This is an optimization exercise on Yosys and OpenROAD, whose aim is small area, a short achievable clock period and few clock cycles, not a production implementation. In this exercise RTL edits were held to simulation tests only and were not proved equivalent to the original. No activity file was given, so power comes from the tool's default toggle rates.

$ cat design/flow/config.mk
export PLATFORM = sky130hd
export DESIGN_NAME = rs_dec
export DESIGN_NICKNAME = rs_dec
export VERILOG_FILES = /design/flow/design.v
export SDC_FILE = /design/flow/constraint.sdc
export NUM_CORES = 8
export LEC_CHECK = 0
export CAP_MARGIN = 20
export CORE_MARGIN = 2
export CORE_UTILIZATION = 40
export SLEW_MARGIN = 20
$ cat design/flow/constraint.sdc
create_clock -name core_clock -period 12.0 [get_ports {clk}]
set_input_delay 2.4000 -clock core_clock [delete_from_list [all_inputs] [get_ports {clk}]]
set_output_delay 2.4000 -clock core_clock [all_outputs]
set_load 0.01 [all_outputs]
$ cat design/flow/design.v
module rs_dec (
    input  wire       clk,
    input  wire       rst,           
    input  wire       in_valid,
    output wire       in_ready,
    input  wire [9:0] in_sym,
    output reg        err_valid,
    output reg  [9:0] err_pos,       
    output reg  [9:0] err_val,       
    output reg        done_valid,
    output reg        done_uncorr,
    output reg  [4:0] done_nerr
);
    localparam N_SYM = 544;
    localparam T2    = 30;
    localparam T     = 15;
    function [9:0] gf_mul(input [9:0] a, input [9:0] b);
        integer k;
        reg [9:0] p, s;
        begin
            p = 10'd0;
            s = a;
            for (k = 0; k < 10; k = k + 1) begin
                if (b[k]) p = p ^ s;
                s = {s[8:0], 1'b0} ^ (s[9] ? 10'h009 : 10'h000);
            end
            gf_mul = p;
        end
    endfunction
    function [9:0] alpha_pow(input integer e);
        integer k;
        reg [9:0] v;
        begin
            v = 10'd1;
            for (k = 0; k < e; k = k + 1)
                v = {v[8:0], 1'b0} ^ (v[9] ? 10'h009 : 10'h000);
            alpha_pow = v;
        end
    endfunction
    function [4:0] g32_mul(input [4:0] a, input [4:0] b);
        integer k;
        reg [4:0] p, s;
        begin
            p = 5'd0;
            s = a;
            for (k = 0; k < 5; k = k + 1) begin
                if (b[k]) p = p ^ s;
                s = {s[3:0], 1'b0} ^ (s[4] ? 5'h05 : 5'h00);
            end
            g32_mul = p;
        end
    endfunction
    function [4:0] g32_sq(input [4:0] a);
        g32_sq = g32_mul(a, a);
    endfunction
    function [4:0] g32_inv(input [4:0] a);
        case (a)
            5'd0:  g32_inv = 5'd0;   5'd1:  g32_inv = 5'd1;
            5'd2:  g32_inv = 5'd18;  5'd3:  g32_inv = 5'd28;
            5'd4:  g32_inv = 5'd9;   5'd5:  g32_inv = 5'd23;
            5'd6:  g32_inv = 5'd14;  5'd7:  g32_inv = 5'd12;
            5'd8:  g32_inv = 5'd22;  5'd9:  g32_inv = 5'd4;
            5'd10: g32_inv = 5'd25;  5'd11: g32_inv = 5'd16;
            5'd12: g32_inv = 5'd7;   5'd13: g32_inv = 5'd15;
            5'd14: g32_inv = 5'd6;   5'd15: g32_inv = 5'd13;
            5'd16: g32_inv = 5'd11;  5'd17: g32_inv = 5'd24;
            5'd18: g32_inv = 5'd2;   5'd19: g32_inv = 5'd29;
            5'd20: g32_inv = 5'd30;  5'd21: g32_inv = 5'd26;
            5'd22: g32_inv = 5'd8;   5'd23: g32_inv = 5'd5;
            5'd24: g32_inv = 5'd17;  5'd25: g32_inv = 5'd10;
            5'd26: g32_inv = 5'd21;  5'd27: g32_inv = 5'd31;
            5'd28: g32_inv = 5'd3;   5'd29: g32_inv = 5'd19;
            5'd30: g32_inv = 5'd20;  default: g32_inv = 5'd27;
        endcase
    endfunction
    function [9:0] to_col(input integer i);
        case (i)
            0: to_col = 10'b0000000001; 1: to_col = 10'b0011000001;
            2: to_col = 10'b1010010101; 3: to_col = 10'b1001000010;
            4: to_col = 10'b1110100001; 5: to_col = 10'b1111100101;
            6: to_col = 10'b0100101101; 7: to_col = 10'b1000111110;
            8: to_col = 10'b1011010111; default: to_col = 10'b1000001100;
        endcase
    endfunction
    function [9:0] from_col(input integer i);
        case (i)
            0: from_col = 10'b0000000001; 1: from_col = 10'b1101010111;
            2: from_col = 10'b1001100011; 3: from_col = 10'b0101101111;
            4: from_col = 10'b0100111010; 5: from_col = 10'b0011101101;
            6: from_col = 10'b1001010011; 7: from_col = 10'b1001010000;
            8: from_col = 10'b1110100000; default: from_col = 10'b0100001100;
        endcase
    endfunction
    function [9:0] to_comp(input [9:0] a);
        integer k;
        begin
            to_comp = 10'd0;
            for (k = 0; k < 10; k = k + 1)
                if (a[k]) to_comp = to_comp ^ to_col(k);
        end
    endfunction
    function [9:0] from_comp(input [9:0] a);
        integer k;
        begin
            from_comp = 10'd0;
            for (k = 0; k < 10; k = k + 1)
                if (a[k]) from_comp = from_comp ^ from_col(k);
        end
    endfunction
    function [9:0] comp_mul(input [9:0] a, input [9:0] b);
        reg [4:0] hh, ll, mm;
        begin
            hh = g32_mul(a[9:5], b[9:5]);
            ll = g32_mul(a[4:0], b[4:0]);
            mm = g32_mul(a[9:5] ^ a[4:0], b[9:5] ^ b[4:0]);
            comp_mul = {mm ^ ll, hh ^ ll};
        end
    endfunction
    integer i;
    genvar g;
    reg        rdy;
    reg  [9:0] icnt;             
    reg        ifirst;           
    reg        iatlast;          
    assign in_ready = rdy;
    wire take      = in_valid && rdy;
    wire snap_load = take && iatlast;
    reg  [9:0] acc  [0:T2-1];
    reg  [9:0] snap [0:T2-1];
    reg        snap_full;
    wire [9:0] syn_next [0:T2-1];
    generate
        for (g = 0; g < T2; g = g + 1) begin : g_syn
            localparam [9:0] AJ = alpha_pow(g);
            assign syn_next[g] = (ifirst ? 10'd0 : gf_mul(acc[g], AJ)) ^ in_sym;
        end
    endgenerate
    localparam BM_IDLE = 4'd0, BM_INIT = 4'd1, BM_PREP = 4'd2, BM_RUN  = 4'd3,
               BM_W1   = 4'd4, BM_W2   = 4'd5, BM_OMG  = 4'd6, BM_OW1  = 4'd7,
               BM_OW2  = 4'd8, BM_DONE = 4'd9;
    reg  [3:0] bm;
    reg  [9:0] lam [0:T];        
    reg  [9:0] bpl [0:T-1];      
    reg  [9:0] gam, del, dacc;
    reg  [4:0] L;                
    reg  [3:0] Lb;               
    reg  [4:0] m;                
    reg  [4:0] r;                
    reg  [3:0] k;                
    reg  [5:0] jb;               
    reg  [4:0] sidx;             
    reg        chg;              
    reg  [4:0] Ln;               
    reg        ovf;
    reg  [3:0] oi;               
    reg        uv, ufirst, ulast;
    reg  [3:0] ku, ui;
    reg  [9:0] la, lb;
    reg  [4:0] su;               
    reg        mv, mfirst, mlast;
    reg  [3:0] mi;
    reg  [9:0] lpr, sr;
    reg  [3:0] zidx;
    wire [9:0] lam_wd = (bm == BM_INIT) ? 10'd1 : (bm == BM_W2) ? 10'd0 : lp;
    wire [9:0] bpl_wd = (bm == BM_INIT) ? 10'd1 : (bm == BM_W2) ? 10'd0 :
                        mlast ? dacc_n : la;
    reg  [T:0]   lam_we;
    reg  [T-1:0] bpl_we;
    always @(*) begin
        for (i = 0; i <= T; i = i + 1) begin
            lam_we[i] = ((bm == BM_INIT) && i == 0) ||
                        ((bm == BM_W2) && i == zidx && {1'b0, zidx} > Ln) ||
                        (uv && i == ku);
        end
        for (i = 0; i < T; i = i + 1) begin
            bpl_we[i] = ((bm == BM_INIT) && i == 0) ||
                        ((bm == BM_W2) && i == zidx && {1'b0, zidx} >= Ln) ||
                        (uv && chg && i == ku) ||
                        (mv && mlast && i == mi);
        end
    end
    wire       jb_ok  = !jb[5] && !jb[4] && (jb[3:0] <= Lb);
    wire [9:0] lp     = gf_mul(gam, la) ^ gf_mul(del, lb);
    wire [9:0] dacc_n = (mfirst ? 10'd0 : dacc) ^ gf_mul(lpr, sr);
    wire [4:0] p_a   = r + 5'd1 - L;
    wire       p_chg = (del != 10'd0) && ({L, 1'b0} <= {1'b0, r});
    wire [4:0] p_Ln  = p_chg ? p_a : L;
    wire [5:0] p_jbc = {1'b0, p_a} - 6'd1 - {1'b0, m};
    wire [5:0] p_jbn = {1'b0, L} - 6'd1 - {1'b0, m};
    wire bm_release = (bm == BM_W2 && r == T2 - 1 && Ln == 5'd0) ||
                      (bm == BM_PREP && p_Ln > T) ||
                      (bm == BM_OW1);
    wire [9:0] icnt_n = take ? ((icnt == N_SYM - 1) ? 10'd0 : icnt + 10'd1) : icnt;
    wire       sf_n   = (snap_full && !bm_release) || snap_load;
    reg  [9:0] lt [0:T];
    reg  [9:0] ot [0:T-1];
    reg        cload;            
    reg        cbusy;
    reg  [9:0] pcnt;             
    reg        cfirst;
    reg  [4:0] cL;
    reg        covf;
    reg  [4:0] nroots;           
    reg [9:0] lam_sum, odd_sum, omg_sum;
    always @(*) begin
        lam_sum = 10'd0;
        odd_sum = 10'd0;
        omg_sum = 10'd0;
        for (i = 0; i <= T; i = i + 1) begin
            lam_sum = lam_sum ^ lt[i];
            if (i % 2 == 1) odd_sum = odd_sum ^ lt[i];
        end
        for (i = 0; i < T; i = i + 1)
            omg_sum = omg_sum ^ ot[i];
    end
    wire c_stop = cbusy && (covf || nroots == cL);
    wire c_fin  = cbusy && (c_stop || pcnt == 10'd0);
    reg        c1_v, c1_first, c1_root, c1_done;
    reg  [9:0] c1_odd, c1_omg;
    wire       c1_nr_inc = c1_root;
    wire [4:0] c1_nr     = nroots + {4'd0, c1_root};
    reg        f1_v, f1_rv, f1_dv, f1_du;
    reg  [9:0] f1_p;
    reg  [4:0] f1_n;
    reg  [9:0] f1_pos;           
    reg  [4:0] f1_cnt;           
    wire [4:0] c1_ah = c1_odd[9:5];
    wire [4:0] c1_al = c1_odd[4:0];
    wire [4:0] f1_ni = g32_inv(f1_n);
    always @(posedge clk) begin
        if (take)
            for (i = 0; i < T2; i = i + 1) acc[i] <= syn_next[i];
        if (snap_load)
            for (i = 0; i < T2; i = i + 1) snap[i] <= syn_next[i];
        la  <= (k <= L) ? lam[k] : 10'd0;
        lb  <= jb_ok ? bpl[jb[3:0]] : 10'd0;
        su  <= sidx;
        ku  <= k;
        ui  <= oi;
        mi  <= ui;
        lpr <= lp;
        sr  <= snap[su];
        for (i = 0; i <= T; i = i + 1)
            if (lam_we[i]) lam[i] <= lam_wd;
        for (i = 0; i < T; i = i + 1)
            if (bpl_we[i]) bpl[i] <= bpl_wd;
        if (mv) dacc <= dacc_n;
        for (i = 0; i <= T; i = i + 1)
            lt[i] <= cload ? lam[i] : gf_mul(lt[i], alpha_pow(T - i));
        for (i = 0; i < T; i = i + 1)
            ot[i] <= cload ? bpl[i] : gf_mul(ot[i], alpha_pow(T - i));
        c1_odd <= to_comp(odd_sum);
        c1_omg <= to_comp(omg_sum);
        f1_p <= comp_mul(c1_omg, {c1_ah, c1_ah ^ c1_al});
        f1_n <= g32_sq(c1_ah) ^ g32_mul(c1_ah, c1_al) ^ g32_sq(c1_al);
        f1_du <= covf || (c1_nr != cL);
        if (c1_first)
            f1_pos <= N_SYM - 1;
        else if (c1_v)
            f1_pos <= f1_pos - 10'd1;
        err_val     <= from_comp({g32_mul(f1_p[9:5], f1_ni), g32_mul(f1_p[4:0], f1_ni)});
        err_pos     <= f1_pos;
        done_uncorr <= f1_du;
        done_nerr   <= f1_cnt;
        case (bm)
            BM_INIT: begin
                L   <= 5'd0;
                Lb  <= 4'd0;
                m   <= 5'd0;
                gam <= 10'd1;
                r   <= 5'd0;
                del <= snap[0];
                ovf <= 1'b0;
                zidx <= 4'd1;
                chg <= 1'b0;
            end
            BM_PREP: begin
                chg  <= p_chg;
                Ln   <= p_Ln;
                k    <= p_Ln[3:0];
                jb   <= p_chg ? p_jbc : p_jbn;
                sidx <= p_chg ? L : p_a;
                if (p_Ln > T) ovf <= 1'b1;
            end
            BM_RUN: begin
                k    <= k - 4'd1;
                jb   <= jb - 6'd1;
                sidx <= sidx + 5'd1;
            end
            BM_W2: begin
                del  <= dacc_n;
                r    <= r + 5'd1;
                zidx <= (zidx == 4'd15) ? 4'd1 : zidx + 4'd1;
                if (chg) begin
                    Lb  <= L[3:0];
                    L   <= Ln;
                    m   <= 5'd0;
                    gam <= del;
                end else begin
                    m <= m + 5'd1;
                end
                if (r == T2 - 1) begin
                    gam  <= 10'd1;
                    chg  <= 1'b0;
                    jb   <= 6'h3F;
                    k    <= 4'd0;
                    oi   <= 4'd0;
                    sidx <= 5'd0;
                end
            end
            BM_OMG: begin
                if (k == oi) begin
                    oi   <= oi + 4'd1;
                    k    <= 4'd0;
                    sidx <= {1'b0, oi} + 5'd1;
                end else begin
                    k    <= k + 4'd1;
                    sidx <= sidx - 5'd1;
                end
            end
            default: ;
        endcase
        if (rst) begin
            rdy       <= 1'b1;
            icnt      <= 10'd0;
            ifirst    <= 1'b1;
            iatlast   <= 1'b0;
            snap_full <= 1'b0;
            bm        <= BM_IDLE;
            uv        <= 1'b0;
            ufirst    <= 1'b0;
            ulast     <= 1'b0;
            mv        <= 1'b0;
            mfirst    <= 1'b0;
            mlast     <= 1'b0;
            cload     <= 1'b0;
            cbusy     <= 1'b0;
            cfirst    <= 1'b0;
            nroots    <= 5'd0;
            c1_v <= 1'b0; c1_first <= 1'b0; c1_root <= 1'b0; c1_done <= 1'b0;
            f1_v <= 1'b0; f1_rv <= 1'b0; f1_dv <= 1'b0;
            err_valid  <= 1'b0;
            done_valid <= 1'b0;
            f1_cnt     <= 5'd0;
        end else begin
            if (take) begin
                icnt    <= icnt_n;
                ifirst  <= iatlast;
                iatlast <= (icnt == N_SYM - 2);
            end
            rdy <= (icnt_n != N_SYM - 1) || !sf_n;
            if (snap_load) snap_full <= 1'b1;
            else if (bm_release) snap_full <= 1'b0;
            uv     <= 1'b0;
            ufirst <= 1'b0;
            ulast  <= 1'b0;
            mv     <= uv && (bm == BM_OMG || bm == BM_OW1 || r != T2 - 1);
            mfirst <= ufirst;
            mlast  <= ulast;
            case (bm)
                BM_IDLE: if (snap_full) bm <= BM_INIT;
                BM_INIT: bm <= BM_PREP;
                BM_PREP: bm <= (p_Ln > T) ? BM_DONE : BM_RUN;
                BM_RUN: begin
                    uv     <= 1'b1;
                    ufirst <= (k == Ln[3:0]);
                    if (k == 4'd0) bm <= BM_W1;
                end
                BM_W1: bm <= BM_W2;
                BM_W2: begin
                    if (r == T2 - 1)
                        bm <= (Ln == 5'd0) ? BM_DONE : BM_OMG;
                    else
                        bm <= BM_PREP;
                end
                BM_OMG: begin
                    uv     <= 1'b1;
                    ufirst <= (k == 4'd0);
                    ulast  <= (k == oi);
                    if (k == oi && {1'b0, oi} == L - 5'd1) bm <= BM_OW1;
                end
                BM_OW1: bm <= BM_OW2;
                BM_OW2: bm <= BM_DONE;
                default: if (cload) bm <= snap_full ? BM_INIT : BM_IDLE;
            endcase
            cload  <= (bm == BM_DONE) && !cload && (!cbusy || c_fin);
            cfirst <= cload;
            if (cload) begin
                cbusy <= 1'b1;
                pcnt  <= N_SYM - 1;
                cL    <= L;
                covf  <= ovf;
            end else if (c_fin) begin
                cbusy <= 1'b0;
            end else if (cbusy) begin
                pcnt <= pcnt - 10'd1;
            end
            c1_v     <= cbusy;
            c1_first <= cfirst;
            c1_root  <= cbusy && !c_stop && (lam_sum == 10'd0);
            c1_done  <= c_fin;
            if (c1_done) nroots <= 5'd0;
            else         nroots <= c1_nr;
            f1_v <= c1_v; f1_rv <= c1_root; f1_dv <= c1_done;
            err_valid  <= f1_rv;
            done_valid <= f1_dv;
            f1_cnt     <= (f1_dv ? 5'd0 : f1_cnt) + {4'd0, c1_root};
        end
    end
endmodule
$ cat design/flow/flow/run.sh
#!/bin/bash
# Standard ORFS layout (the standard.sh, unchanged synthesis), with
# repair_timing asked for extra setup margin, larger clock-tree clusters and
# a denser core.
bash standard.sh SETUP_SLACK_MARGIN=8.5 CTS_CLUSTER_SIZE=22 CTS_CLUSTER_DIAMETER=60 CORE_UTILIZATION=65 GPL_TIMING_DRIVEN=1 finish > standard.log 2>&1
$ cat design/flow/standard.sh
#!/bin/bash
# synth_recipe.tcl (not shown) runs the flow's synth.tcl, then flattens the netlist and writes it again
# the make line also repeats each setting of config.mk as NAME=value (left out here)
make -C /OpenROAD-flow-scripts/flow DESIGN_CONFIG=/design/flow/config.mk WORK_HOME=/design/flow/orfs CLKGATE_MAP_FILE= SYNTH_SCRIPT=/design/flow/synth_recipe.tcl "${@:-finish}"
==> flow_summary.ini, run 1 <==
[setup_path]
critPathMaxStageDelay_ns = 0.33
endpoint = done_uncorr
critPathArrivalTime_ns = 1.17
r2r_setup_slack_ns = 8.53
crit_cells = 1
reg2reg_from = su[0]
endpoint_kind = output port
r2r-end = sr[7]
critical_path_class = reg2out
cp_num_buf_inv = 1
cpLargestDelayFamily = flip-flops
cp.required_ns = 9.60
cp-startpoint = done_uncorr
cp_cell_sequence = buf_6
ff2ff_path_depth = 8
slowest_stage = dfxtp_2
start_kind = flip-flop
cp_max_fo = 1

[sta]
finalCritPeriodShare_pct = 29.78
fin_tns_setup_ns = 0
slew_headroom_pct = 22.34
setup-violations-final = 0
fin_worst_skew_ns = 0.03941
fin_hold_ws_ns = 0.3187
worst_pin_slew_ns = 1.161
fin_ws_ns = 8.426
final.min_clock_period_ns = 3.574
drv_slew = 0
hold_viol_final = 0
grt_setup_unrepaired = yes
timing.fmax_mhz = 279.8

[synthesis]
synth_edf_count = 1015
syn_area_um2 = 73610
ys_async_sr_fraction_pct = 0
synth_cell_types = 84
synth_seq_cells = 1489
synthCells = 6489
synth.yosys.seq_area_share_pct = 54.30
avgSynthCellArea_um2 = 11.34
syn_nets = 6577
ys_warn_count = 7
synth_ff_type = edfxtp_1

[power]
power_density_nw_per_um2 = 355.3
max-vdd-ir-drop_uv = 628.8
static-leakage-power_uw = 0.02748

[placement]
dpl.hpwl_um = 144200
globalplace.congestion = 1.020
dp_cells = 7748
place_ws_ns = 6.194
port_buffers = 41

[clocking]
cts_buffers = 114
path_clk_slew_ns = 0.08
clock_sinks = 1489
h-tree-depth = 3
clk_path_buf_depth = 3
clk_latency_ns = 0.75
clockRootBuffer = clkbuf_16
cts_tree = done

[cells_and_area]
final_common_cell = xnor2_1
layoutNonFillerInstCount = 7993
num-fill-cells = 8220
fin_nets = 6479
syn2layout_area_growth_pct = 8.303
layout-drive-gt1-share_pct = 9.368
layout_common_cells = xnor2_1, edfxtp_1, nand2_1

[grt]
grt_pass1_wl_um = 310600
antenna_found_initial = 2
grt_overflow_total = 0
grt_pass1_vias = 47380
track_usage_pct = 36.05
grt_start_max_net_pins = 236

[run]
cap_violations = 0

[floorplanning]
num_rows = 123
pin_count = 42
die_w_um = 340.5
dieArea_um2 = 116000
initial_core_util_pct = 65.52
die_y_um = 340.5
core_area_um2 = 112300

[outcome]
status = timing/DRC/antenna clean

[route]
drc = 0
routed_wl_um = 212000
drtIter0Drc = 6653
antenna_left = 0
routed-via-count = 49550
wl_per_cell_um = 26.52
drt-pass1-iter-count = 9
drt-vias-per-instance = 6.199

[min_path]
hold_class = reg2reg
## kinds of logic (layout without fill, tap and decap cells)
| kind of cell | count (synthesis) | in the layout | synth area share (%) |
|---|---|---|---|
| other | 0 | 3 | 0 |
| AOI/OAI and AO/OA | 908 | 908 | 8.215 |
| buffers and inverters | 467 | 466 | 2.471 |
| adders and majority gates | 75 | 75 | 1.305 |
| and+or+nand+nor | 1589 | 1591 | 9.518 |
| DFF | 1489 | 1489 | 54.30 |
| muxes | 187 | 187 | 2.869 |
| xor gates and xnor gates | 1774 | 1774 | 21.32 |
## area by class of cell
cell class	count	area, µm²	area share (%)
Timing Repair inverter	2	32.53	0.04080
Clock inverter	81	852.1	1.069
Timing Repair Buffer	159	1361	1.708
Antenna cell	3	7.507	0.009416
Tap cell	1500	1877	2.354
Clock buffer	134	3085	3.870
Multi-Input combinational cell	4535	32140	40.31
Sequential cell	1489	40000	50.18
Inverter	90	367.9	0.4614
## report_power, final
| part | internal [µW] | total, µW | switching, µW | leakage [µW] |
|---|---|---|---|---|
| combinational | 6950 | 15400 | 8460 | 0.0122 |
| clock | 2000 | 4030 | 2030 | 0.00191 |
| sequential | 7470 | 8890 | 1420 | 0.0134 |
## synthesized netlist by cell type (11+ instances only)
cell	count	share of area (%)
mux2i_1	31	0.42
mux2_2	152	2.3
nand3b_1	16	0.16
nor3_1	56	0.38
a221oi_1	48	0.57
a21oi_1	124	0.84
clkbuf_1	319	1.6
a22oi_1	87	0.89
ha_1	72	1.2
o21ai_0	313	2.1
buf_1	31	0.16
edfxtp_1	1015	41
a211oi_1	28	0.29
nand3_1	82	0.56
inv_1	88	0.45
nor2b_1	60	0.51
and2_1	17	0.14
nand2b_1	109	0.93
a31oi_1	22	0.19
nor2_1	428	2.2
a21o_1	13	0.13
a32o_1	17	0.23
or3_1	12	0.10
a222oi_1	37	0.50
xor2_1	582	6.9
nand2_1	704	3.6
o211ai_1	17	0.17
o221ai_1	29	0.35
o22ai_1	36	0.31
or2_2	11	0.093
a22o_1	43	0.51
dfxtp_1	474	13
and3_1	20	0.17
nand4_1	35	0.30
nor4_1	12	0.10
xnor2_1	1181	14
buf_2	19	0.13
a32oi_1	32	0.38
## how the worst min path moves through the flow
stage / start / endpoint / cells past startpoint
floorplan: f1_du / done_uncorr / 0
global placement: f1_du / done_uncorr / 0
detailed placement: ui[3] / mi[3] / 0
CTS: f1_du / done_uncorr / 0
global route: f1_du / done_uncorr / 0
finish: f1_du / done_uncorr / 0
## stage by stage
stage               area, µm²  utilization, %  power, µW
global route            79720           70.96      29890
global placement        75350           67.07      23960
CTS                     79470           70.73      28260
floorplan               73710               -      20290
finish                  79720           70.96      28330
detailed placement      75350           67.07      24180
## sequential cells by signal, summed over array words and instances (netlist names), 150 cells and up
name	count
acc	300
bpl	150
lt	160
ot	150
snap	300
lam	160
## layer usage
metal / global-route usage (%) / up-vias / routed length, µm
li1: - / 22270 / -
met1: 47.02 / 24130 / 80630
met2: 58.94 / 2568 / 100200
met3: 4.896 / 579 / 17360
met4: 19.21 / 0 / 13830
met5: 0 / - / 0
## what timing repair did
item,4_1_cts,5_1_grt
hold endpoints to repair,0,0
gates resized for setup,156,27
setup buffers,6,12
gates cloned,7,1
hold buffers,0,0
pin swaps,4,3
setup endpoints to repair,617,216
Testbench counts, summed over its fixed seeds: cycles 108,530.
==> run 2, diff against run 1 <==
==> design/flow/flow/run.sh (replaced) <==
#!/bin/bash
# Standard ORFS layout (the standard.sh, unchanged synthesis), with
# repair_timing asked for extra setup margin, larger clock-tree clusters and
# a denser core.
bash standard.sh SETUP_SLACK_MARGIN=8.5 CTS_CLUSTER_SIZE=22 CTS_CLUSTER_DIAMETER=60 CORE_UTILIZATION=65 "CTS_BUF_LIST=sky130_fd_sc_hd__clkbuf_8 sky130_fd_sc_hd__clkbuf_16" finish > standard.log 2>&1
==> run 2 against run 1 <==
Routed wire length shrank 0.11%. Still clean. Die area is the same. Critical path type unchanged. Fmax is essentially flat. Combinational power is essentially flat. Hold slack gained 0.0011 ns. Sequential power is essentially flat. First-iteration DRC count grew 0.69%. Largest cell class unchanged. Clock power is essentially flat. Clock-buffer cell count shrank 11. Worst setup slack lost 0.0013 ns. Register-to-register slack lost 0.03 ns. Global-route usage is the same.
==> flow_summary.ini, run 2 <==
[outcome]
status = timing/DRC/antenna clean

[setup_path]
cpLargestDelayFamily = flip-flops
cp_cell_sequence = buf_6
cp.required_ns = 9.60
critPathMaxStageDelay_ns = 0.33
critPathArrivalTime_ns = 1.18
cp_max_fo = 1
critical_path_class = reg2out
cp_num_buf_inv = 1
endpoint_kind = output port
start_kind = flip-flop
slowest_stage = dfxtp_2

[floorplanning]
pin_count = 42
num_rows = 123
die_y_um = 340.5
initial_core_util_pct = 65.52
core_area_um2 = 112300
dieArea_um2 = 116000
die_w_um = 340.5

[synthesis]
ys_top_cells_by_count = xnor2_1, edfxtp_1, nand2_1
yosysMostFrequentCell = xnor2_1
synthCells = 6489
syn_area_um2 = 73610
synth_top_family_by_area = XOR/XNOR gates
yosys-mux-area-fraction_pct = 2.869
synth_top_cell_by_area = edfxtp_1
synthAdderAreaFrac_pct = 1.305
avgSynthCellArea_um2 = 11.34
synth_compound_area_share_pct = 8.215
synth_ff_type = edfxtp_1
synth.yosys.seq_area_share_pct = 54.30
synth_top_area_share_pct = 41.41
ys_async_sr_fraction_pct = 0
synth_edf_count = 1015
synth_cell_types = 84
yosys.area_share.simple_pct = 9.518
syn_nets = 6577
ys_warn_count = 7
synthXorXnorAreaFrac_pct = 21.32
synthTopCellsByArea = edfxtp_1, xnor2_1, dfxtp_1, xor2_1, nand2_1
synth_seq_cells = 1489

[placement]
dpl.hpwl_um = 144200
placed_area_um2 = 75350
dp_cells = 7748
globalplace.congestion = 1.020
port_buffers = 41

[route]
drt-vias-per-instance = 6.181
wl_per_cell_um = 26.49
routed_wl_um = 211800
drc = 0
antenna_left = 0
routed-via-count = 49410
drt-pass1-iter-count = 7
drtIter0Drc = 6699

[clocking]
clk_latency_ns = 0.75
cts_buffers = 114
cts-hold-fix-buffers = 0
clk_path_buf_depth = 3
clock_sinks = 1489
h-tree-depth = 3
cts_tree = done
clockRootBuffer = clkbuf_16
path_clk_slew_ns = 0.08

[grt]
antenna_found_initial = 2
grt_start_max_net_pins = 236
grt_pass1_vias = 47380
grt_overflow_total = 0
track_usage_pct = 36.05
grt_pass1_wl_um = 310600

[cells_and_area]
layout-drive-gt1-share_pct = 9.368
fin_nets = 6479
layout_common_cells = xnor2_1, edfxtp_1, nand2_1
num-fill-cells = 8219
multi_input_area_um2 = 32140
regArea_um2 = 40000
final_core_util_pct = 70.96
design_area_um2 = 79720
reg_top3 = acc (300), snap (300)
final_common_cell = xnor2_1
syn2layout_area_growth_pct = 8.303
layoutNonFillerInstCount = 7993

[sta]
fin_tns_setup_ns = 0
final.min_clock_period_ns = 3.575
worst_pin_slew_ns = 1.172
drv_slew = 0
fin_worst_skew_ns = 0.04007
hold_viol_final = 0
grt_setup_unrepaired = yes
setup-violations-final = 0
finalCritPeriodShare_pct = 29.79
timing.fmax_mhz = 279.7
slew_headroom_pct = 21.84

[power]
max-vdd-ir-drop_uv = 628.9
power_density_nw_per_um2 = 355.1
static-leakage-power_uw = 0.02752
p_total_uw = 28310

[min_path]
hold_class = reg2reg

[run]
cap_violations = 0
==> run 2: timing repair <==
action / 4_1_cts / 5_1_grt
setup endpoints to repair: 617 / 216
resized for setup: 156 / 27
hold endpoints to repair: 0 / 0
cloned: 7 / 1
setup buffers: 6 / 12
pin swaps: 4 / 3
==> run 2: final timing paths <==
check	startpoint	to	slack, ns	cells past startpoint
min reg2reg	f1_du	done_uncorr	0.32	0
max reg2reg	su[0]	sr[7]	8.50	8
min	f1_du	done_uncorr	0.32	0
max	done_uncorr	done_uncorr	8.42	1
==> run 2: logic make-up (layout without fill, tap and decap cells) <==
family	count (synthesis)	in the layout
adder cells (fa/ha/maj)	75	75
multiplexers	187	187
buffers and inverters	467	466
other	0	3
flip-flops	1489	1489
AO/OA/AOI/OAI	908	908
XOR/XNOR	1774	1774
AND/OR/NAND/NOR	1589	1591
==> run 2: layout make-up <==
cell class,count,area share [%]
Inverter,90,0.4614
Timing Repair Buffer,159,1.708
Multi-Input combinational cell,4535,40.31
Clock inverter,92,1.121
Antenna cell,3,0.009416
Tap cell,1500,2.354
Timing Repair inverter,2,0.04080
Sequential cell,1489,50.18
Clock buffer,123,3.818
==> run 2: metal layers <==
layer	global-route usage [%]	vias to the layer above	part of all wire (%)
li1	-	22270	-
met1	47.02	24040	38
met2	58.94	2530	47
met3	4.896	571	8.2
met4	19.21	0	6.5
met5	0	-	0
==> run 2: metrics by stage <==
step / setup slack, ns / hold WS (ns)
4_1_cts: 8.376 / 0.3279
2_1_floorplan: 6.816 / 0.3096
6_report: 8.425 / 0.3198
3_5_place_dp: 6.194 / 0.3165
3_3_place_gp: 6.213 / 0.3134
5_1_grt: 8.389 / 0.3264
==> run 2: power by group <==
part	internal [µW]	switching (µW)
clock network	1990	2040
registers	7470	1420
logic	6950	8440
==> run 3, diff against run 2 <==
==> design/flow/flow/run.sh (replaced) <==
#!/bin/bash
# Standard ORFS layout (the standard.sh, unchanged synthesis), with
# repair_timing asked for extra setup margin, larger clock-tree clusters and
# a denser core.
bash standard.sh SETUP_SLACK_MARGIN=8.5 CTS_CLUSTER_SIZE=22 CTS_CLUSTER_DIAMETER=60 CORE_UTILIZATION=65 finish > standard.log 2>&1
--- a/design/flow/config.mk
+++ b/design/flow/config.mk
@@ -6,4 +6,5 @@
 export NUM_CORES = 8
 export LEC_CHECK = 0
+export ABC_AREA = 1
 export CAP_MARGIN = 20
 export CORE_MARGIN = 2
==> run 3 against run 2 <==
Largest cell class unchanged. Power decreased by 6.4%. Critical endpoint is now in_ready. Final cell count increased by 25%. Non-clock buffer count down 45. Largest power group unchanged. Highest routed layer is now met5. Die area up 4.4%. Register-to-register slack worse by 0.08 ns. Still clean.
==> flow_summary.ini, run 3 <==
[outcome]
status = timing/DRC/antenna clean

[power]
power_density_nw_per_um2 = 318.3
max-vdd-ir-drop_uv = 398.4
static-leakage-power_uw = 0.03341

[placement]
globalplace.congestion = 0.9826
port_buffers = 41
dpl.hpwl_um = 154500

[cells_and_area]
layout_common_cells = nand2_1, edfxtp_1, inv_1
final_core_util_pct = 70.76
final_common_cell = nand2_1
layout-drive-gt1-share_pct = 6.519
fin_nets = 8434
reg_top3 = acc (300), snap (300)
syn2layout_area_growth_pct = 8.253

[sta]
fin_tns_setup_ns = 0
timing.fmax_mhz = 276.6
final.min_clock_period_ns = 3.616
hold_viol_final = 0
setup-violations-final = 0
finalCritPeriodShare_pct = 30.13
slew_headroom_pct = 17.77
drv_slew = 0
worst_pin_slew_ns = 1.232
fin_worst_skew_ns = 0.03189
grt_setup_unrepaired = yes

[run]
cap_violations = 0

[floorplanning]
die_w_um = 347.9
initial_core_util_pct = 65.37
num_rows = 126
dieArea_um2 = 121000
pin_count = 42
core_area_um2 = 117600
die_y_um = 347.9

[setup_path]
cp.required_ns = 9.60
critical_path_class = reg2out
critPathArrivalTime_ns = 1.22
cp_num_buf_inv = 1
start_kind = flip-flop
r2r_setup_slack_ns = 8.42
endpoint_kind = output port
cp_max_fo = 2
cpLargestDelayFamily = flip-flops
critPathMaxStageDelay_ns = 0.36
cp_cell_sequence = buf_6
slowest_stage = dfxtp_4

[clocking]
cts_tree = done
cts-hold-fix-buffers = 0
clockRootBuffer = clkbuf_16
path_clk_slew_ns = 0.07
h-tree-depth = 3
clk_path_buf_depth = 3
cts_buffers = 119
clk_latency_ns = 0.75
clock_sinks = 1489

[synthesis]
synth_edf_count = 1015
synth_seq_cells = 1489
syn_area_um2 = 76880
synthTopCellsByArea = edfxtp_1, dfxtp_1, nand2_1, xor2_1, xnor2_1
avgSynthCellArea_um2 = 9.163
ys_warn_count = 7
synth.yosys.seq_area_share_pct = 51.99
synthCells = 8390
synth_top_cell_by_area = edfxtp_1
syn_nets = 8478
synth_cell_types = 67
ys_top_cells_by_count = nand2_1, edfxtp_1, inv_1
yosysMostFrequentCell = nand2_1
synth_ff_type = edfxtp_1
ys_async_sr_fraction_pct = 0
synth_top_area_share_pct = 39.65

[grt]
track_usage_pct = 35.95
grt_start_max_net_pins = 214
grt_pass1_wl_um = 330200
grt_pass1_vias = 55140
grt_overflow_total = 0
antenna_found_initial = 2

[route]
drc = 0
drt-pass1-iter-count = 8
drtIter0Drc = 6842
routed-via-count = 58200
antenna_left = 0
wl_per_cell_um = 22.02
routed_wl_um = 220000
drt-vias-per-instance = 5.827

[min_path]
hold_class = reg2reg
==> run 3: cell types whose count changed after synthesis, moves of 119 or more <==
cell and delta:
or2_2 +119, mux2_2 -152, inv_1 +722, nand3_1 +383
o21ai_0 +269, xnor2_1 -541, clkbuf_1 -132, nand2_1 +1425
==> run 3: power breakdown <==
group	internal, µW	leakage (µW)	switching (µW)	total [µW]
sequential	7240	0.0134	1400	8640
clock	2070	0.00200	2110	4180
combinational	4970	0.0180	8710	13700
==> run 3: area by class of cell <==
type	count	area [µm²]
flip-flops and latches	1489	39990
fillers	9035	34390
multi-input cells	5765	32720
inverters	853	3252
clock buffers	132	3072
well taps	1536	1922
repair buffers	114	1160
clock inverters	95	1055
repair inverters	4	45.04
diodes	1	2.502
==> run 3: metrics by stage <==
stage | cell area (µm²) | total power [µW] | instances | setup slack (ns) | hold slack (ns)
after floorplan | 76960 | 18460 | 8390 | 3.947 | 0.3096
after global placement | 78650 | 21840 | 9744 | 5.542 | 0.3119
after detailed placement | 78650 | 22190 | 9744 | 5.591 | 0.3121
after CTS | 83080 | 26340 | 9988 | 8.344 | 0.3334
after global routing | 83220 | 28390 | 9988 | 8.349 | 0.3419
final | 83220 | 26490 | 9989 | 8.384 | 0.3327
==> run 3: final timing paths <==
path,start,end,cells past startpoint
hold / removal,f1_du,done_uncorr,0
setup reg to reg,su[4],sr[3],6
hold reg to reg,f1_du,done_uncorr,0
setup / recovery,rdy,in_ready,1
==> run 3: metal layers <==
metal  wire length, µm  global-route usage (%)  up-vias
li1                  -                       -    27420
met1             85330                   46.26    27480
met2            103800                   59.53     2724
met3             17600                   5.108      582
met4             13250                   18.47        2
met5                10                       0        -
==> run 3: logic make-up (layout without fill, tap and decap cells) <==
family | Yosys count | after routing | share of synthesized area (%)
AO/OA/AOI/OAI | 1035 | 1035 | 7.618
XOR/XNOR | 1331 | 1331 | 15.33
adder cells (fa/ha/maj) | 75 | 75 | 1.250
buffers and inverters | 1136 | 1198 | 5.721
flip-flops | 1489 | 1489 | 51.99
other | 0 | 1 | 0
AND/OR/NAND/NOR | 3324 | 3324 | 18.09
==> run 3: repair_timing <==
item	CTS	global route
gates resized for setup	157	25
pin swaps	1	0
setup buffers	6	0
cloned	11	0
endpoints found under the setup margin	686	95
==> run 4, diff against run 3 <==
--- a/design/flow/config.mk
+++ b/design/flow/config.mk
@@ -6,5 +6,5 @@
 export NUM_CORES = 8
 export LEC_CHECK = 0
-export ABC_AREA = 1
+export ABC_CLOCK_PERIOD_IN_PS = 3500
 export CAP_MARGIN = 20
 export CORE_MARGIN = 2
==> run 4 against run 3 <==
Final area fell by 4.2%. Power rose by 7.0%. Fmax rose by 1.2%. Core utilization rose by 0.20 points. Clock-buffer cell count rose by 2. Largest power group unchanged. Global-route usage rose by 0.095 points. Highest routed layer is now met4. Sequential share of layout area rose by 2.1 points. Clock skew rose by 0.0075 ns. First-iteration DRC count fell by 2.8%. Critical path depth did not move. Sequential cell count did not move.
==> flow_summary.ini, run 4 <==
[route]
drt-met1-wl_um = 80630
routed_wl_um = 212000
drtIter0Drc = 6653
antenna_left = 0
wl_met3_um = 17360
routed-via-count = 49550
wl_per_cell_um = 26.52
drt-pass1-iter-count = 9
top_layer_used = met4
drc = 0
drt-vias-per-instance = 6.199
wl_met2_um = 100200

[synthesis]
yosysMostFrequentCell = xnor2_1
synth_top_cell_by_area = edfxtp_1
avgSynthCellArea_um2 = 11.34
synth_cell_types = 84
ys_warn_count = 7
syn_area_um2 = 73610
ys_top_cells_by_count = xnor2_1, edfxtp_1, nand2_1
syn_nets = 6577
ys_async_sr_fraction_pct = 0
synthTopCellsByArea = edfxtp_1, xnor2_1, dfxtp_1, xor2_1, nand2_1
synthCells = 6489
synth.yosys.seq_area_share_pct = 54.30
synth_seq_cells = 1489
synth_edf_count = 1015
synth_top_area_share_pct = 41.41
synth_ff_type = edfxtp_1

[grt]
track_usage_pct = 36.05
grt_pass1_vias = 47380
antenna_found_initial = 2
grt_pass1_wl_um = 310600
grt_start_max_net_pins = 236
grt_overflow_total = 0

[clocking]
clockRootBuffer = clkbuf_16
cts_buffers = 114
clk_path_buf_depth = 3
path_clk_slew_ns = 0.08
cts_tree = done
cts-hold-fix-buffers = 0
clk_latency_ns = 0.75
h-tree-depth = 3
clock_sinks = 1489

[power]
switching_share_pct = 42.04
power_density_nw_per_um2 = 355.3
combPwrFrac_pct = 54.4
static-leakage-power_uw = 0.02748
p_int_uw = 16420
seq_power_share_pct = 31.4
max-vdd-ir-drop_uv = 628.8
power_switching_uw = 11910
clockPowerShare_pct = 14.2

[floorplanning]
dieArea_um2 = 116000
initial_core_util_pct = 65.52
die_y_um = 340.5
pin_count = 42
core_area_um2 = 112300
die_w_um = 340.5
num_rows = 123

[sta]
final.min_clock_period_ns = 3.574
hold_viol_final = 0
fin_hold_ws_ns = 0.3187
drv_slew = 0
finalCritPeriodShare_pct = 29.78
slew_headroom_pct = 22.34
fin_tns_setup_ns = 0
setup-violations-final = 0
timing.fmax_mhz = 279.8
worst_pin_slew_ns = 1.161
fin_worst_skew_ns = 0.03941
grt_setup_unrepaired = yes

[outcome]
status = timing/DRC/antenna clean

[cells_and_area]
reg_top3 = acc (300), snap (300)
final_common_cell = xnor2_1
layout_common_cells = xnor2_1, edfxtp_1, nand2_1
num-fill-cells = 8220
syn2layout_area_growth_pct = 8.303
fin_nets = 6479
layout-drive-gt1-share_pct = 9.368

[setup_path]
start_kind = flip-flop
reg2reg_from = su[0]
endpoint_kind = output port
r2r_setup_slack_ns = 8.53
r2r-end = sr[7]
critPathMaxStageDelay_ns = 0.33
slowest_stage = dfxtp_2
crit_cells = 1
critical_path_class = reg2out
critPathArrivalTime_ns = 1.17
cpLargestDelayFamily = flip-flops
cp_max_fo = 1
cp.required_ns = 9.60
ff2ff_path_depth = 8
cp-startpoint = done_uncorr
cp_num_buf_inv = 1
cp_cell_sequence = buf_6

[min_path]
hold-path-endpoint = done_uncorr
min-delay-start = f1_du
hold_class = reg2reg
hold_depth = 0

[placement]
globalplace.congestion = 1.020
dpl.hpwl_um = 144200
port_buffers = 41

[run]
cap_violations = 0
## run 4: cell count changes in the layout (fill, tap and decap cells not counted), sizes merged, moves of 102 or more
cell,change
a21oi,-102
inv,-748
mux2,+152
nand2,-1441
nand2b,+105
nand3,-383
o21ai,-271
or2,-130
xnor2,+536
## run 4: through the flow
step	power (µW)	util, %	setup slack, ns	instances	cell area [µm²]
3_5_place_dp	24180	67.07	6.194	7748	75350
4_1_cts	28260	70.73	8.376	7976	79470
5_1_grt	29890	70.96	8.390	7990	79720
6_report	28330	70.96	8.426	7993	79720
2_1_floorplan	20290	-	6.816	6489	73710
3_3_place_gp	23960	67.07	6.213	7748	75350
## run 4: worst max-delay path by stage
stage,slack (ns),endpoint
floorplan,6.82,rdy
global placement,6.21,snap[27][2]
detailed placement,6.19,snap[13][3]
CTS,8.38,done_uncorr
global route,8.39,done_uncorr
finish,8.43,done_uncorr
## run 4: final cells by class
class                           count  area [µm²]  share of cell area, %
Timing Repair Buffer              159        1361                  1.708
Clock inverter                     81       852.1                  1.069
Multi-Input combinational cell   4535       32140                  40.31
Sequential cell                  1489       40000                  50.18
Tap cell                         1500        1877                  2.354
Antenna cell                        3       7.507               0.009416
Timing Repair inverter              2       32.53                0.04080
Inverter                           90       367.9                 0.4614
Clock buffer                      134        3085                  3.870
## run 4: metal layers
metal / GRT usage [%] / up-vias
li1: - / 22270
met5: 0 / -
met2: 58.94 / 2568
met3: 4.896 / 579
met4: 19.21 / 0
met1: 47.02 / 24130
## run 4: cells by family (layout without fill, tap and decap cells)
kind of cell | after synthesis | count (layout) | share of synthesized area [%]
buffers and inverters | 467 | 466 | 2.471
AND/OR/NAND/NOR | 1589 | 1591 | 9.518
multiplexers | 187 | 187 | 2.869
AO/OA/AOI/OAI | 908 | 908 | 8.215
flip-flops | 1489 | 1489 | 54.30
other | 0 | 3 | 0
adder cells (fa/ha/maj) | 75 | 75 | 1.305
XOR/XNOR | 1774 | 1774 | 21.32
## run 4: power by group through the flow
stage          sequential (µW)  clock (µW)  combinational (µW)
2_1_floorplan             8230           0               12100
3_3_place_gp              8970           0               15000
3_5_place_dp              8990           0               15200
4_1_cts                   8880        4060               15300
5_1_grt                   9010        4240               16600
6_report                  8890        4030               15400
## run 4: what timing repair did
action / CTS / global route
pin swaps: 4 / 3
gates resized for setup: 156 / 27
setup buffers: 6 / 12
cloned: 7 / 1
endpoints found under the setup margin: 617 / 216
==> run 5, diff against run 4 <==
--- a/design/flow/config.mk
+++ b/design/flow/config.mk
@@ -6,5 +6,4 @@
 export NUM_CORES = 8
 export LEC_CHECK = 0
-export ABC_CLOCK_PERIOD_IN_PS = 3500
 export CAP_MARGIN = 20
 export CORE_MARGIN = 2
==> run 5 against run 4 <==
Sequential share of layout area did not move. Clock skew unchanged. Hold slack stayed put. Combinational power about the same. Register-to-register slack barely moved. Clock-buffer cell count did not move. Highest routed layer unchanged. Largest cell class unchanged. Critical path type unchanged.
==> flow_summary.ini, run 5 <==
[clocking]
cts_buffers = 114
clk_latency_ns = 0.75
cts_tree = done
clk_path_buf_depth = 3
path_clk_slew_ns = 0.08
clockRootBuffer = clkbuf_16
cts-hold-fix-buffers = 0
clock_sinks = 1489
h-tree-depth = 3

[floorplanning]
core_area_um2 = 112300
dieArea_um2 = 116000
die_w_um = 340.5
num_rows = 123
pin_count = 42
die_y_um = 340.5
initial_core_util_pct = 65.52

[min_path]
min-delay-start = f1_du
hold_depth = 0
hold_class = reg2reg

[setup_path]
critPathArrivalTime_ns = 1.17
cp_num_buf_inv = 1
critical_path_class = reg2out
crit_cells = 1
cp.required_ns = 9.60
cpLargestDelayFamily = flip-flops
cp-startpoint = done_uncorr
ff2ff_path_depth = 8
reg2reg_from = su[0]
endpoint_kind = output port
cp_max_fo = 1
slowest_stage = dfxtp_2
start_kind = flip-flop
critPathMaxStageDelay_ns = 0.33
cp_cell_sequence = buf_6

[sta]
finalCritPeriodShare_pct = 29.78
grt_setup_unrepaired = yes
worst_pin_slew_ns = 1.161
setup-violations-final = 0
hold_viol_final = 0
fin_hold_ws_ns = 0.3187
drv_slew = 0
timing.fmax_mhz = 279.8
fin_worst_skew_ns = 0.03941
slew_headroom_pct = 22.34
final.min_clock_period_ns = 3.574
fin_tns_setup_ns = 0

[cells_and_area]
final_core_util_pct = 70.96
regArea_um2 = 40000
layout-drive-gt1-share_pct = 9.368
final_common_cell = xnor2_1
fin_nets = 6479
multi_input_area_um2 = 32140
num-fill-cells = 8220
layout_common_cells = xnor2_1, edfxtp_1, nand2_1
syn2layout_area_growth_pct = 8.303
design_area_um2 = 79720
reg_top3 = acc (300), snap (300)

[route]
wl_met2_um = 100200
drtIter0Drc = 6653
drt-pass1-iter-count = 9
wl_per_cell_um = 26.52
drt-met1-wl_um = 80630
drt-vias-per-instance = 6.199
wl_met3_um = 17360
routed_wl_um = 212000
antenna_left = 0
drc = 0
top_layer_used = met4
routed-via-count = 49550

[power]
switching_share_pct = 42.04
clockPowerShare_pct = 14.2
power_density_nw_per_um2 = 355.3
combPwrFrac_pct = 54.4
p_total_uw = 28330
p_int_uw = 16420
power_switching_uw = 11910
max-vdd-ir-drop_uv = 628.8
seq_power_share_pct = 31.4
static-leakage-power_uw = 0.02748

[grt]
grt_pass1_wl_um = 310600
track_usage_pct = 36.05
grt_start_max_net_pins = 236
antenna_found_initial = 2
grt_overflow_total = 0
grt_pass1_vias = 47380

[placement]
dpl.hpwl_um = 144200
globalplace.congestion = 1.020
placed_area_um2 = 75350
port_buffers = 41

[run]
cap_violations = 0

[synthesis]
ys_async_sr_fraction_pct = 0
synthCells = 6489
syn_area_um2 = 73610
yosysMostFrequentCell = xnor2_1
synth.yosys.seq_area_share_pct = 54.30
synth_seq_cells = 1489
ys_warn_count = 7
synth_cell_types = 84
synth_top_cell_by_area = edfxtp_1
synthTopCellsByArea = edfxtp_1, xnor2_1, dfxtp_1, xor2_1, nand2_1
synth_ff_type = edfxtp_1
ys_top_cells_by_count = xnor2_1, edfxtp_1, nand2_1
synth_top_area_share_pct = 41.41
synth_edf_count = 1015
avgSynthCellArea_um2 = 11.34
syn_nets = 6577

[outcome]
status = timing/DRC/antenna clean
-- run 5: cell counts in the layout (fill, tap and decap cells not counted) --
No cell type changed its count.
-- run 5: final timing paths --
| path | end | slack [ns] |
|---|---|---|
| min reg2reg | done_uncorr | 0.32 |
| max reg2reg | sr[7] | 8.53 |
| min | done_uncorr | 0.32 |
| max | done_uncorr | 8.43 |
-- run 5: logic make-up (layout without fill, tap and decap cells) --
group / after synthesis / after routing / share of synthesized area [%]
xor gates and xnor gates: 1774 / 1774 / 21.32
and+or+nand+nor: 1589 / 1591 / 9.518
DFF: 1489 / 1489 / 54.30
AOI/OAI and AO/OA: 908 / 908 / 8.215
buffers and inverters: 467 / 466 / 2.471
muxes: 187 / 187 / 2.869
adders and majority gates: 75 / 75 / 1.305
other: 0 / 3 / 0
-- run 5: power groups by stage --
| stage | sequential, µW | clock (µW) | combinational [µW] |
|---|---|---|---|
| 2_1_floorplan | 8230 | 0 | 12100 |
| 6_report | 8890 | 4030 | 15400 |
| 3_5_place_dp | 8990 | 0 | 15200 |
| 3_3_place_gp | 8970 | 0 | 15000 |
| 5_1_grt | 9010 | 4240 | 16600 |
| 4_1_cts | 8880 | 4060 | 15300 |
-- run 5: metal layers --
metal  up-vias  track usage [%]
met5         -                0
met4         0            19.21
met3       579            4.896
met2      2568            58.94
met1     24130            47.02
li1      22270                -
-- run 5: metrics by stage --
step	std cells	setup WS, ns
floorplan	6489	6.816
CTS	7976	8.376
detailed placement	7748	6.194
global placement	7748	6.213
global route	7990	8.390
finish	7993	8.426
-- run 5: repair_timing --
item                                    in CTS  in global routing
cloned                                       7                  1
hold endpoints to repair                     0                  0
resized for setup                          156                 27
buffers inserted                             6                 12
endpoints found under the setup margin     617                216
pin swaps                                    4                  3
-- run 5: cell type report --
type	count	share of cell area (%)
Antenna cell	3	0.009416
Clock buffer	134	3.870
Clock inverter	81	1.069
Inverter	90	0.4614
Multi-Input combinational cell	4535	40.31
Sequential cell	1489	50.18
Tap cell	1500	2.354
Timing Repair Buffer	159	1.708
Timing Repair inverter	2	0.04080
==> run 6, diff against run 5 <==
--- a/design/flow/config.mk
+++ b/design/flow/config.mk
@@ -6,6 +6,6 @@
 export NUM_CORES = 8
 export LEC_CHECK = 0
-export CAP_MARGIN = 20
+export CAP_MARGIN = 0
 export CORE_MARGIN = 2
 export CORE_UTILIZATION = 40
-export SLEW_MARGIN = 20
+export SLEW_MARGIN = 0
==> run 6 against run 5 <==
Clock power about the same. Synthesized cell count unchanged. Power about the same.
==> flow_summary.ini, run 6 <==
[outcome]
status = timing/DRC/antenna clean

[setup_path]
critPathArrivalTime_ns = 1.18
cp_max_fo = 1
cp.required_ns = 9.60
cp_cell_sequence = buf_6
critical_path_class = reg2out
start_kind = flip-flop
cpLargestDelayFamily = flip-flops
endpoint_kind = output port
cp_num_buf_inv = 1
critPathMaxStageDelay_ns = 0.33
slowest_stage = dfxtp_2
r2r_setup_slack_ns = 8.55

[synthesis]
synthCells = 6489
syn_nets = 6577
syn_area_um2 = 73610
synth_ff_type = edfxtp_1
avgSynthCellArea_um2 = 11.34
synth_top_cell_by_area = edfxtp_1
synth_seq_cells = 1489
synth_top_area_share_pct = 41.41
synth_cell_types = 84
ys_async_sr_fraction_pct = 0
ys_warn_count = 7
synth_edf_count = 1015
ys_top_cells_by_count = xnor2_1, edfxtp_1, nand2_1
synth.yosys.seq_area_share_pct = 54.30
yosysMostFrequentCell = xnor2_1
synthTopCellsByArea = edfxtp_1, xnor2_1, dfxtp_1, xor2_1, nand2_1

[cells_and_area]
reg_top3 = acc (300), snap (300)
fin_nets = 6478
layout_common_cells = xnor2_1, edfxtp_1, nand2_1
final_core_util_pct = 70.93
layout-drive-gt1-share_pct = 9.293
final_common_cell = xnor2_1
syn2layout_area_growth_pct = 8.259

[clocking]
clock_sinks = 1489
cts-hold-fix-buffers = 0
clk_path_buf_depth = 3
clockRootBuffer = clkbuf_16
clk_latency_ns = 0.75
h-tree-depth = 3
cts_buffers = 114
path_clk_slew_ns = 0.08
cts_tree = done

[placement]
port_buffers = 41
dpl.hpwl_um = 144200
globalplace.congestion = 1.020

[sta]
hold_viol_final = 0
finalCritPeriodShare_pct = 29.79
drv_slew = 0
timing.fmax_mhz = 279.7
fin_tns_setup_ns = 0
final.min_clock_period_ns = 3.575
grt_setup_unrepaired = yes
fin_worst_skew_ns = 0.04066
setup-violations-final = 0
worst_pin_slew_ns = 1.226
slew_headroom_pct = 18.26

[power]
power_switching_uw = 11880
clockPowerShare_pct = 14.3
combPwrFrac_pct = 54.3
seq_power_share_pct = 31.4
max-vdd-ir-drop_uv = 629.5
switching_share_pct = 41.99
p_int_uw = 16420
static-leakage-power_uw = 0.02747
power_density_nw_per_um2 = 355.1

[floorplanning]
die_y_um = 340.5
pin_count = 42
core_area_um2 = 112300
num_rows = 123
die_w_um = 340.5
initial_core_util_pct = 65.52
dieArea_um2 = 116000

[route]
antenna_left = 0
wl_per_cell_um = 26.52
drt-pass1-iter-count = 7
drt-vias-per-instance = 6.183
drc = 0
routed-via-count = 49400
routed_wl_um = 211900
drtIter0Drc = 6340

[min_path]
hold_class = reg2reg

[grt]
grt_start_max_net_pins = 236
grt_overflow_total = 0
grt_pass1_wl_um = 310600
track_usage_pct = 36.05
antenna_found_initial = 2
grt_pass1_vias = 47380

[run]
cap_violations = 0
==> run 6: cell counts after synthesis <==
No cell type changed its count.
==> run 6: kinds of logic (layout without fill, tap and decap cells) <==
logic type      after synthesis  count (layout)  synth area share, %
mux                         187             187                2.869
buf+inv                     467             465                2.471
flops                      1489            1489                54.30
fa+ha+maj                    75              75                1.305
compound gates              908             908                8.215
simple gates               1589            1591                9.518
xor+xnor                   1774            1774                21.32
other cells                   0               1                    0
==> run 6: repair_timing <==
item	in CTS	in global routing
resized for setup	156	28
endpoints found under the setup margin	617	226
gates cloned	7	1
buffers inserted	6	12
pin swaps	4	3
==> run 6: worst paths after layout <==
path                             startpoint           to  cells past startpoint
worst max-delay path            done_uncorr  done_uncorr                      1
worst min-delay path                  f1_du  done_uncorr                      0
worst max register to register        su[0]        sr[7]                      8
worst min register to register        f1_du  done_uncorr                      0
==> run 6: through the flow <==
stage          cell area [µm²]  total power (µW)  hold WS, ns  setup WS (ns)  cells
3_5_place_dp             75350             24180       0.3165          6.194   7748
2_1_floorplan            73710             20290       0.3096          6.816   6489
6_report                 79690             28300       0.3201          8.425   7990
3_3_place_gp             75350             23960       0.3134          6.213   7748
4_1_cts                  79470             28260       0.3280          8.376   7976
5_1_grt                  79690             29890       0.3267          8.390   7989
==> run 6: layer usage <==
| layer | wire [µm] | vias to the layer above | track usage (%) |
|---|---|---|---|
| met2 | 100300 | 2461 | 58.94 |
| met1 | 80380 | 24130 | 47.02 |
| met5 | 0 | - | 0 |
| li1 | - | 22270 | - |
| met3 | 17440 | 544 | 4.896 |
| met4 | 13750 | 0 | 19.21 |
==> run 6: cell type report <==
cell class                      count  area (µm²)
Timing Repair Buffer              158        1354
Sequential cell                  1489       40000
Clock buffer                      134        3085
Clock inverter                     81       852.1
Inverter                           90       367.9
Fill cell                        8223       32650
Multi-Input combinational cell   4535       32120
Antenna cell                        1       2.502
Timing Repair inverter              2       32.53
Tap cell                         1500        1877
==> run 6: power groups by stage <==
| stage | Clock (µW) | Combinational (µW) | Sequential, µW |
|---|---|---|---|
| after floorplan | 0 | 12100 | 8230 |
| after global placement | 0 | 15000 | 8970 |
| after detailed placement | 0 | 15200 | 8990 |
| after CTS | 4060 | 15300 | 8880 |
| after global routing | 4240 | 16600 | 9010 |
| final | 4030 | 15400 | 8890 |
==> run 7, diff against run 6 <==
--- a/design/flow/config.mk
+++ b/design/flow/config.mk
@@ -6,6 +6,6 @@
 export NUM_CORES = 8
 export LEC_CHECK = 0
-export CAP_MARGIN = 0
+export CAP_MARGIN = 10
 export CORE_MARGIN = 2
 export CORE_UTILIZATION = 40
-export SLEW_MARGIN = 0
+export SLEW_MARGIN = 10
==> run 7 against run 6 <==
Fmax stayed put. Clock skew unchanged. Clock-buffer cell count unchanged. Clock power is essentially flat. Highest routed layer unchanged. Via count stayed put. Register-to-register slack hardly changed.
==> flow_summary.ini, run 7 <==
[power]
power_density_nw_per_um2 = 355.1
seq_power_share_pct = 31.4
switching_share_pct = 41.99
static-leakage-power_uw = 0.02747
p_int_uw = 16420
clockPowerShare_pct = 14.3
power_switching_uw = 11880
combPwrFrac_pct = 54.3
max-vdd-ir-drop_uv = 629.5

[setup_path]
critical_path_class = reg2out
critPathMaxStageDelay_ns = 0.33
r2r_setup_slack_ns = 8.55
ff2ff_path_depth = 8
endpoint_kind = output port
reg2reg_from = su[0]
cp.required_ns = 9.60
start_kind = flip-flop
cp_max_fo = 1
cp_cell_sequence = buf_6
critPathArrivalTime_ns = 1.18
cp_num_buf_inv = 1
slowest_stage = dfxtp_2
r2r-end = sr[7]
cpLargestDelayFamily = flip-flops

[route]
routed_wl_um = 211900
drt-pass1-iter-count = 7
drt-vias-per-instance = 6.183
routed-via-count = 49400
wl_per_cell_um = 26.52
drtIter0Drc = 6340
drc = 0
antenna_left = 0

[synthesis]
syn_area_um2 = 73610
syn_nets = 6577
synth_cell_types = 84
synth_ff_type = edfxtp_1
synthCells = 6489
synth_top_cell_by_area = edfxtp_1
synth_top_area_share_pct = 41.41
ys_warn_count = 7
synthTopCellsByArea = edfxtp_1, xnor2_1, dfxtp_1, xor2_1, nand2_1
synth_seq_cells = 1489
ys_top_cells_by_count = xnor2_1, edfxtp_1, nand2_1
ys_async_sr_fraction_pct = 0
synth.yosys.seq_area_share_pct = 54.30
synth_edf_count = 1015
yosysMostFrequentCell = xnor2_1
avgSynthCellArea_um2 = 11.34

[cells_and_area]
num-fill-cells = 8223
fin_nets = 6478
design_area_um2 = 79690
reg_top3 = acc (300), snap (300)
layout-drive-gt1-share_pct = 9.293
syn2layout_area_growth_pct = 8.259
layout_common_cells = xnor2_1, edfxtp_1, nand2_1
final_common_cell = xnor2_1

[placement]
placed_area_um2 = 75350
globalplace.congestion = 1.020
dpl.hpwl_um = 144200
port_buffers = 41

[clocking]
clock_sinks = 1489
clk_path_buf_depth = 3
path_clk_slew_ns = 0.08
cts-hold-fix-buffers = 0
cts_buffers = 114
cts_tree = done
h-tree-depth = 3
clockRootBuffer = clkbuf_16
clk_latency_ns = 0.75

[grt]
track_usage_pct = 36.05
grt_start_max_net_pins = 236
grt_pass1_vias = 47380
antenna_found_initial = 2
grt_overflow_total = 0
grt_pass1_wl_um = 310600

[sta]
slew_headroom_pct = 18.26
worst_pin_slew_ns = 1.226
grt_setup_unrepaired = yes
fin_worst_skew_ns = 0.04066
finalCritPeriodShare_pct = 29.79
drv_slew = 0
hold_viol_final = 0
fin_tns_setup_ns = 0
final.min_clock_period_ns = 3.575
setup-violations-final = 0
timing.fmax_mhz = 279.7

[floorplanning]
die_y_um = 340.5
pin_count = 42
num_rows = 123
dieArea_um2 = 116000
core_area_um2 = 112300
die_w_um = 340.5
initial_core_util_pct = 65.52

[min_path]
hold-path-endpoint = done_uncorr
hold_class = reg2reg
hold_depth = 0
min-delay-start = f1_du

[outcome]
status = timing/DRC/antenna clean

[run]
cap_violations = 0
[run 7: cell counts after synthesis]
Identical to the previous run, type by type.
[run 7: kinds of logic (layout without fill, tap and decap cells)]
| group | after synthesis | count (layout) | share of synthesized area (%) |
|---|---|---|---|
| compound gates | 908 | 908 | 8.215 |
| xor+xnor | 1774 | 1774 | 21.32 |
| fa+ha+maj | 75 | 75 | 1.305 |
| buf+inv | 467 | 465 | 2.471 |
| flops | 1489 | 1489 | 54.30 |
| mux | 187 | 187 | 2.869 |
| other cells | 0 | 1 | 0 |
| simple gates | 1589 | 1591 | 9.518 |
[run 7: repair_timing]
action                                  4_1_cts  5_1_grt
endpoints found under the setup margin      617      226
setup buffers                                 6       12
cloned                                        7        1
pin swaps                                     4        3
gates resized for setup                     156       28
[run 7: through the flow]
stage	utilization (%)	instances	hold slack, ns	setup WS [ns]	power [µW]
2_1_floorplan	-	6489	0.3096	6.816	20290
5_1_grt	70.93	7989	0.3267	8.390	29890
4_1_cts	70.73	7976	0.3280	8.376	28260
6_report	70.93	7990	0.3201	8.425	28300
3_3_place_gp	67.07	7748	0.3134	6.213	23960
3_5_place_dp	67.07	7748	0.3165	6.194	24180
[run 7: layout make-up]
type,count,area (µm²),area share [%]
Timing Repair inverter,2,32.53,0.04082
Clock inverter,81,852.1,1.069
Clock buffer,134,3085,3.872
Sequential cell,1489,40000,50.20
Inverter,90,367.9,0.4616
Antenna cell,1,2.502,0.003140
Timing Repair Buffer,158,1354,1.699
Tap cell,1500,1877,2.355
Multi-Input combinational cell,4535,32120,40.30
[run 7: per-layer routing]
| metal | GRT usage, % | vias to the layer above | wire, µm |
|---|---|---|---|
| met5 | 0 | - | 0 |
| met4 | 19.21 | 0 | 13750 |
| met3 | 4.896 | 544 | 17440 |
| met2 | 58.94 | 2461 | 100300 |
| met1 | 47.02 | 24130 | 80380 |
| li1 | - | 22270 | - |
[run 7: worst max-delay path by stage]
| stage | start | end | slack [ns] | cells after the start |
|---|---|---|---|---|
| floorplan | in_valid | rdy | 6.82 | 3 |
| detailed placement | in_valid | snap[13][3] | 6.19 | 4 |
| global route | done_uncorr | done_uncorr | 8.39 | 1 |
| CTS | done_uncorr | done_uncorr | 8.38 | 1 |
| finish | done_uncorr | done_uncorr | 8.42 | 1 |
| global placement | in_valid | snap[27][2] | 6.21 | 4 |
[run 7: power by group through the flow]
stage	clock, µW	combinational (µW)	sequential (µW)
floorplan	0	12100	8230
global placement	0	15000	8970
detailed placement	0	15200	8990
CTS	4060	15300	8880
global route	4240	16600	9010
finish	4030	15400	8890

afterwards: timing with drivers on the ports:
Ports are ideal in the flow. The routed layouts listed here were re-timed in OpenROAD.
Step 1, drivers: a clkbuf_16 drives clk and a buf_2 each remaining input, both assumed.
Step 2 also shifts input and output timing later by t, the mid clock arrival at the registers, as if the neighbouring blocks saw the same clock.
Slacks: ideal / step 1 / step 2; pairs: ideal / step 1.
run | t (ns) | setup slack, ns | worst register clock-pin slew, ns | worst data-port slew with drivers (ns)
run 1 | 0.803 | 8.426 / 8.349 / 7.830 | 0.09 / 0.09 | 0.03
run 2 | 0.805 | 8.425 / 8.348 / 7.831 | 0.10 / 0.10 | 0.03
run 3 | 0.826 | 8.384 / 8.299 / 7.833 | 0.09 / 0.09 | 0.05
run 4 | 0.803 | 8.426 / 8.349 / 7.830 | 0.09 / 0.09 | 0.03
run 5 | 0.803 | 8.426 / 8.349 / 7.830 | 0.09 / 0.09 | 0.03
run 6 | 0.803 | 8.425 / 8.347 / 7.821 | 0.10 / 0.10 | 0.03
run 7 | 0.803 | 8.425 / 8.347 / 7.821 | 0.10 / 0.10 | 0.03
After both steps setup and hold are still met in every run listed.
